Context: an optimization exercise on an open-source flow, tuned for small area and a short achievable clock period. The choices shown serve that exercise and are no tape-out recipe. Where RTL was checked, it was by simulation tests only, not by an equivalence proof against the original. Power and IR drop assume default switching activity.

==> flow/design.v <==
module acc_convert (
    input             clk,
    input             rst,
    input             in_valid,
    input      [1:0]  op,
    input             sat,
    input      [5:0]  sh,
    input      [71:0] acc_in,
    input      [31:0] d_in,
    output reg        out_valid,
    output     [31:0] d_out,
    output     [71:0] acc_out,
    output            flag_v,
    output            flag_av
);
    integer i, l;
    genvar  g;
    wire neg = acc_in[71];
    wire [5:0]   sh_m33 = sh - 6'd33;
    wire [71:0]  sent   = sh[5] & (sh != 6'd32) ? (72'd1 << sh_m33) : 72'd0;
    wire [127:0] lz_in  = {56'd0, (acc_in ^ {72{neg}}) | sent};
    wire [63:0] v1;  wire [63:0]  p1;
    wire [31:0] v2;  wire [63:0]  p2;
    wire [15:0] v3;  wire [47:0]  p3;
    wire [7:0]  v4;  wire [31:0]  p4;
    wire [3:0]  v5;  wire [19:0]  p5;
    wire [1:0]  v6;  wire [11:0]  p6;
    wire [6:0]  p;
    generate
        for (g = 0; g < 64; g = g + 1) begin : l1
            assign v1[g] = lz_in[2*g+1] | lz_in[2*g];
            assign p1[g] = lz_in[2*g+1];
        end
        for (g = 0; g < 32; g = g + 1) begin : l2
            assign v2[g] = v1[2*g+1] | v1[2*g];
            assign p2[2*g+1:2*g] = v1[2*g+1] ? {1'b1, p1[2*g+1]} : {1'b0, p1[2*g]};
        end
        for (g = 0; g < 16; g = g + 1) begin : l3
            assign v3[g] = v2[2*g+1] | v2[2*g];
            assign p3[3*g+2:3*g] = v2[2*g+1] ? {1'b1, p2[4*g+3:4*g+2]} : {1'b0, p2[4*g+1:4*g]};
        end
        for (g = 0; g < 8; g = g + 1) begin : l4
            assign v4[g] = v3[2*g+1] | v3[2*g];
            assign p4[4*g+3:4*g] = v3[2*g+1] ? {1'b1, p3[6*g+5:6*g+3]} : {1'b0, p3[6*g+2:6*g]};
        end
        for (g = 0; g < 4; g = g + 1) begin : l5
            assign v5[g] = v4[2*g+1] | v4[2*g];
            assign p5[5*g+4:5*g] = v4[2*g+1] ? {1'b1, p4[8*g+7:8*g+4]} : {1'b0, p4[8*g+3:8*g]};
        end
        for (g = 0; g < 2; g = g + 1) begin : l6
            assign v6[g] = v5[2*g+1] | v5[2*g];
            assign p6[6*g+5:6*g] = v5[2*g+1] ? {1'b1, p5[10*g+9:10*g+5]} : {1'b0, p5[10*g+4:10*g]};
        end
    endgenerate
    assign p = v6[1] ? {1'b1, p6[11:6]} : {1'b0, p6[5:0]};
    wire [6:0]  amt = op[0] ? p : ({1'b0, sh} + 7'd22);
    wire [94:0] x0 = {acc_in, 23'd0};
    wire [95:0] x6 = amt[6] ? {{65{neg}}, x0[94:64]} : {neg, x0};
    wire [63:0] x5 = amt[5] ? x6[95:32] : x6[63:0];
    wire [47:0] x4 = amt[4] ? x5[63:16] : x5[47:0];
    wire [39:0] x3 = amt[3] ? x4[47:8]  : x4[39:0];
    wire [35:0] x2 = amt[2] ? x3[39:4]  : x3[35:0];
    wire [33:0] x1 = amt[1] ? x2[35:2]  : x2[33:0];
    wire [32:0] R  = amt[0] ? x1[33:1]  : x1[32:0];
    wire        st = (amt[6] & (|x0[63:0])) | (amt[5] & (|x6[31:0])) |
                     (amt[4] & (|x5[15:0])) | (amt[3] & (|x4[7:0]))  |
                     (amt[2] & (|x3[3:0]))  | (amt[1] & (|x2[1:0]))  |
                     (amt[0] & x1[0]);
    wire        rnd_d = R[0] & (~neg | st);
    wire        ex_d  = ~R[0] & ~st;
    wire [23:0] mant  = d_in[23:0];
    wire        mneg  = d_in[23];
    wire [7:0]  S     = {{2{d_in[29]}}, d_in[29:24]} + {2'b00, sh};
    wire [7:0]  S2    = S + 8'd2;                  
    wire [6:0]  k     = S2[7] ? 7'd0 : S2[6:0];
    reg  [23:0] therm;                             
    always @*
        for (i = 0; i < 24; i = i + 1)
            therm[i] = ($signed(S) <= 21 - i);
    wire        c     = (S[7] | (S[6:0] < 7'd23)) & (~mneg | (|(mant & therm)));
    wire [25:0] ga    = {{2{mneg}}, mant | therm};
    reg  [25:0] pa;                                
    always @* begin
        pa = {ga[24:0], 1'b1};
        for (l = 0; l < 5; l = l + 1)
            for (i = 0; i < 26; i = i + 1)
                if (((i >> l) & 1) == 1)
                    pa[i] = pa[i] & pa[((i >> l) << l) - 1];
    end
    wire [25:0] gc    = pa & {26{c}};
    wire [25:0] G     = ga ^ gc;
    wire [22:0] mx    = mant[22:0] ^ {23{mneg}};
    reg  [22:0] suf;                               
    always @* begin
        suf[22] = mx[22];
        for (i = 21; i >= 0; i = i - 1)
            suf[i] = suf[i+1] | mx[i];
    end
    wire [4:0]  r      = 5'd30 - S[4:0];
    wire        up_ovf = ($signed(S) >= 8'sd72) & suf[r];
    reg [50:0] X;
    reg        is_d;
    always @(posedge clk) begin
        if (rst)
            out_valid <= 1'b0;
        else
            out_valid <= in_valid;
        is_d <= ~op[1];
        case (op)
            2'd2:    X <= {17'd0, up_ovf, k, G};
            2'd3:    X <= 51'd0;
            default: X <= {sat, op[0], neg, sh, p, ex_d, rnd_d, R};
        endcase
    end
    wire [32:0] qR    = X[32:0];
    wire        rnd   = X[33];
    wire        exact = X[34];
    wire [6:0]  qp    = X[41:35];
    wire [5:0]  qs    = X[47:42];
    wire        qneg  = X[48];
    wire        qpk   = X[49];
    wire        qsat  = X[50];
    wire [7:0]  qD    = {1'b0, qp} - {2'b00, qs};
    wire [31:0] qW    = qR[32:1];
    reg  [31:0] wa;                                
    always @* begin
        wa = {qW[30:0], 1'b1};
        for (l = 0; l < 5; l = l + 1)
            for (i = 0; i < 32; i = i + 1)
                if (((i >> l) & 1) == 1)
                    wa[i] = wa[i] & wa[((i >> l) << l) - 1];
    end
    wire [31:0] rr    = qW ^ (wa & {32{rnd}});
    wire        dge32 = ~qD[7] & (qD[6] | qD[5]);
    wire        deq30 = (qD == 8'd30);
    wire        deq31 = (qD == 8'd31);
    wire        dge31 = dge32 | deq31;
    wire        ovf_pos = dge31 | (deq30 & (&qR[31:1]) & rnd);
    wire        ovf_neg = dge32 | (deq31 & ~(~qR[32] & (&qR[31:1]) & rnd));
    wire        mva_v   = qsat & (qneg ? ovf_neg : ovf_pos);
    wire [31:0] mva_d   = mva_v ? {qneg, {31{~qneg}}} : rr;
    wire [5:0]  e0       = qD[5:0] + 6'd1;
    wire [5:0]  e1       = qD[5:0] + 6'd2;
    wire        zc       = qneg & ~|qR[23:1] & exact;   
    wire        e31      = deq30;
    wire        pk_sat   = dge31 | (zc & e31);
    wire        pk_zero  = qneg ? (&qR[24:1] & rnd) : ~|qR[24:0];
    wire        pk_up    = ~qneg & rnd & (&qR[23:1]);  
    wire        inc_e    = zc | (pk_up & ~e31);
    wire [23:0] pk_m     = zc    ? 24'hC00000 :
                           pk_up ? {2'b01, {22{e31}}} : rr[23:0];
    wire [5:0]  pk_e     = inc_e ? e1 : e0;
    wire [31:0] pk_d     = pk_zero ? 32'd0 :
                           pk_sat  ? (qneg ? 32'h1F800001 : 32'h1F7FFFFF) :
                                     {2'b00, pk_e, pk_m};
    wire        pk_v     = pk_sat | (pk_up & e31);
    assign d_out   = ~is_d ? 32'd0 : qpk ? pk_d : mva_d;
    assign flag_v  = is_d & (qpk ? pk_v : mva_v);
    wire [25:0]  qG  = X[25:0] & {26{~is_d}};
    wire [6:0]   qk  = X[32:26];
    wire         qav = X[33] & ~is_d;
    wire         qn  = qG[25];
    wire [127:0] P   = {{102{qn}}, qG} << qk;
    wire [71:0]  up_r = P[96:25];
    assign flag_av = qav;
    assign acc_out = qav ? {qn, {71{~qn}}} : up_r;
endmodule
==> flow/config.mk <==
export PLATFORM = sky130hd
export DESIGN_NAME = acc_convert
export DESIGN_NICKNAME = acc_convert
export VERILOG_FILES = /design/flow/design.v
export SDC_FILE = /design/flow/constraint.sdc
export NUM_CORES = 4
export LEC_CHECK = 0
export ABC_AREA = 1
export CAP_MARGIN = 20
export CORE_MARGIN = 2
export CORE_UTILIZATION = 35
export SLEW_MARGIN = 20
==> flow/constraint.sdc <==
create_clock -name core_clock -period 25.0 [get_ports {clk}]
set_input_delay 5.0000 -clock core_clock [delete_from_list [all_inputs] [get_ports {clk}]]
set_output_delay 5.0000 -clock core_clock [all_outputs]
set_load 0.01 [all_outputs]
standard.sh (not shown) runs the stock make flow with config.mk's settings and CLKGATE_MAP_FILE= SYNTH_SCRIPT=/design/flow/synth_recipe.tcl, a recipe that flattens the netlist after the stock synthesis.
==> flow/flow/run.sh <==
#!/bin/bash
# Standard synthesis, then the standard layout steps with these changes:
# the port buffers are a plain buffer cell (flow/bufcell.txt) instead of
# the delay cell buffer_ports picks by default; timing repair works to a
# setup slack margin (flow/margin.txt) so that it shortens the achieved
# period; and after global route's timing repair, max slew and capacitance
# are repaired once more (flow/grt_post.tcl).  Each step's full output goes
# to a log file here.
set -euo pipefail
MARGIN=$(cat flow/margin.txt)
BUFCELL=$(cat flow/bufcell.txt)
bash standard.sh synth > synth.log 2>&1
bash standard.sh SETUP_SLACK_MARGIN=$MARGIN "BUFFER_PORTS_ARGS=-buffer_cell $BUFCELL" \
  POST_GLOBAL_ROUTE_TCL=$(pwd)/flow/grt_post.tcl finish > layout.log 2>&1
==> flow/flow/bufcell.txt <==
sky130_fd_sc_hd__buf_1
==> flow/flow/grt_post.tcl <==
# Runs at the end of ORFS's global route step (POST_GLOBAL_ROUTE_TCL).
# Timing repair can leave a driver over its max slew or capacitance (a
# cloned gate's loads, say); repair those once more on the global-route
# parasitics, then legalize and reroute the changed nets, as the global
# route step itself does after its own repairs.
estimate_parasitics -global_routing
repair_design_helper
global_route -start_incremental
detailed_placement
global_route -end_incremental
estimate_parasitics -global_routing
write_guides $::env(RESULTS_DIR)/route.guide
==> flow/flow/margin.txt <==
16
The first run finished with timing, DRC and antenna clean.
Next try:
--- a/flow/design.v
+++ b/flow/design.v
@@ -100,5 +100,5 @@
     wire        up_ovf = ($signed(S) >= 8'sd72) & suf[r];
     reg [50:0] X;
-    reg        is_d;
+    reg        is_d, is_up;
     always @(posedge clk) begin
         if (rst)
@@ -106,10 +106,10 @@
         else
             out_valid <= in_valid;
-        is_d <= ~op[1];
-        case (op)
-            2'd2:    X <= {17'd0, up_ovf, k, G};
-            2'd3:    X <= 51'd0;
-            default: X <= {sat, op[0], neg, sh, p, ex_d, rnd_d, R};
-        endcase
+        is_d  <= ~op[1];
+        is_up <= op[1] & ~op[0];
+        if (op[1])
+            X <= {17'd0, up_ovf, k, G};
+        else
+            X <= {sat, op[0], neg, sh, p, ex_d, rnd_d, R};
     end
     wire [32:0] qR    = X[32:0];
@@ -157,7 +157,7 @@
     assign d_out   = ~is_d ? 32'd0 : qpk ? pk_d : mva_d;
     assign flag_v  = is_d & (qpk ? pk_v : mva_v);
-    wire [25:0]  qG  = X[25:0] & {26{~is_d}};
+    wire [25:0]  qG  = X[25:0] & {26{is_up}};
     wire [6:0]   qk  = X[32:26];
-    wire         qav = X[33] & ~is_d;
+    wire         qav = X[33] & is_up;
     wire         qn  = qG[25];
     wire [127:0] P   = {{102{qn}}, qG} << qk;
What happened: Setup slack stays flat. Clock power shrinks by about 2%. Cell count shrinks by 3.3%. Final area shrinks by 1.7%. Sequential share of layout area grows by 0.25 points. Count of clock-buffer cells in the layout stays the same. Fmax hardly moves.
Function not checked in the first run of this note: the RTL went through the layout flow alone.

## port drivers added, routing unchanged
No port has a modelled driver above. Below, the same layouts with a new extraction and two added sets of constraints.
Step 1 sets driving cells, clkbuf_16 on the clock port and buf_2 on the other inputs (assumed; they add their load-dependent delay and slew).
Step 2, shift: input delay + t, output delay - t, t = (earliest + latest rising clock arrival at the registers) / 2. This alone moves slack from input paths to output paths.
Slacks: no drivers / after step 1 / after step 2; pairs: no drivers / after step 1.
run	shift t [ns]	slack for setup (ns)	slew at the worst register clock pin (ns)	worst data-port slew with drivers (ns)
the first run	0.337	16.247 / 16.205 / 15.948	0.07 / 0.07	0.06
the second run	0.352	16.250 / 16.251 / 15.925	0.09 / 0.09	0.05
After both steps setup and hold are still met in every run listed. For the second run, which loses most, drivers alone change the setup slack by +0.001 ns; drivers and shift together by -0.325 ns.
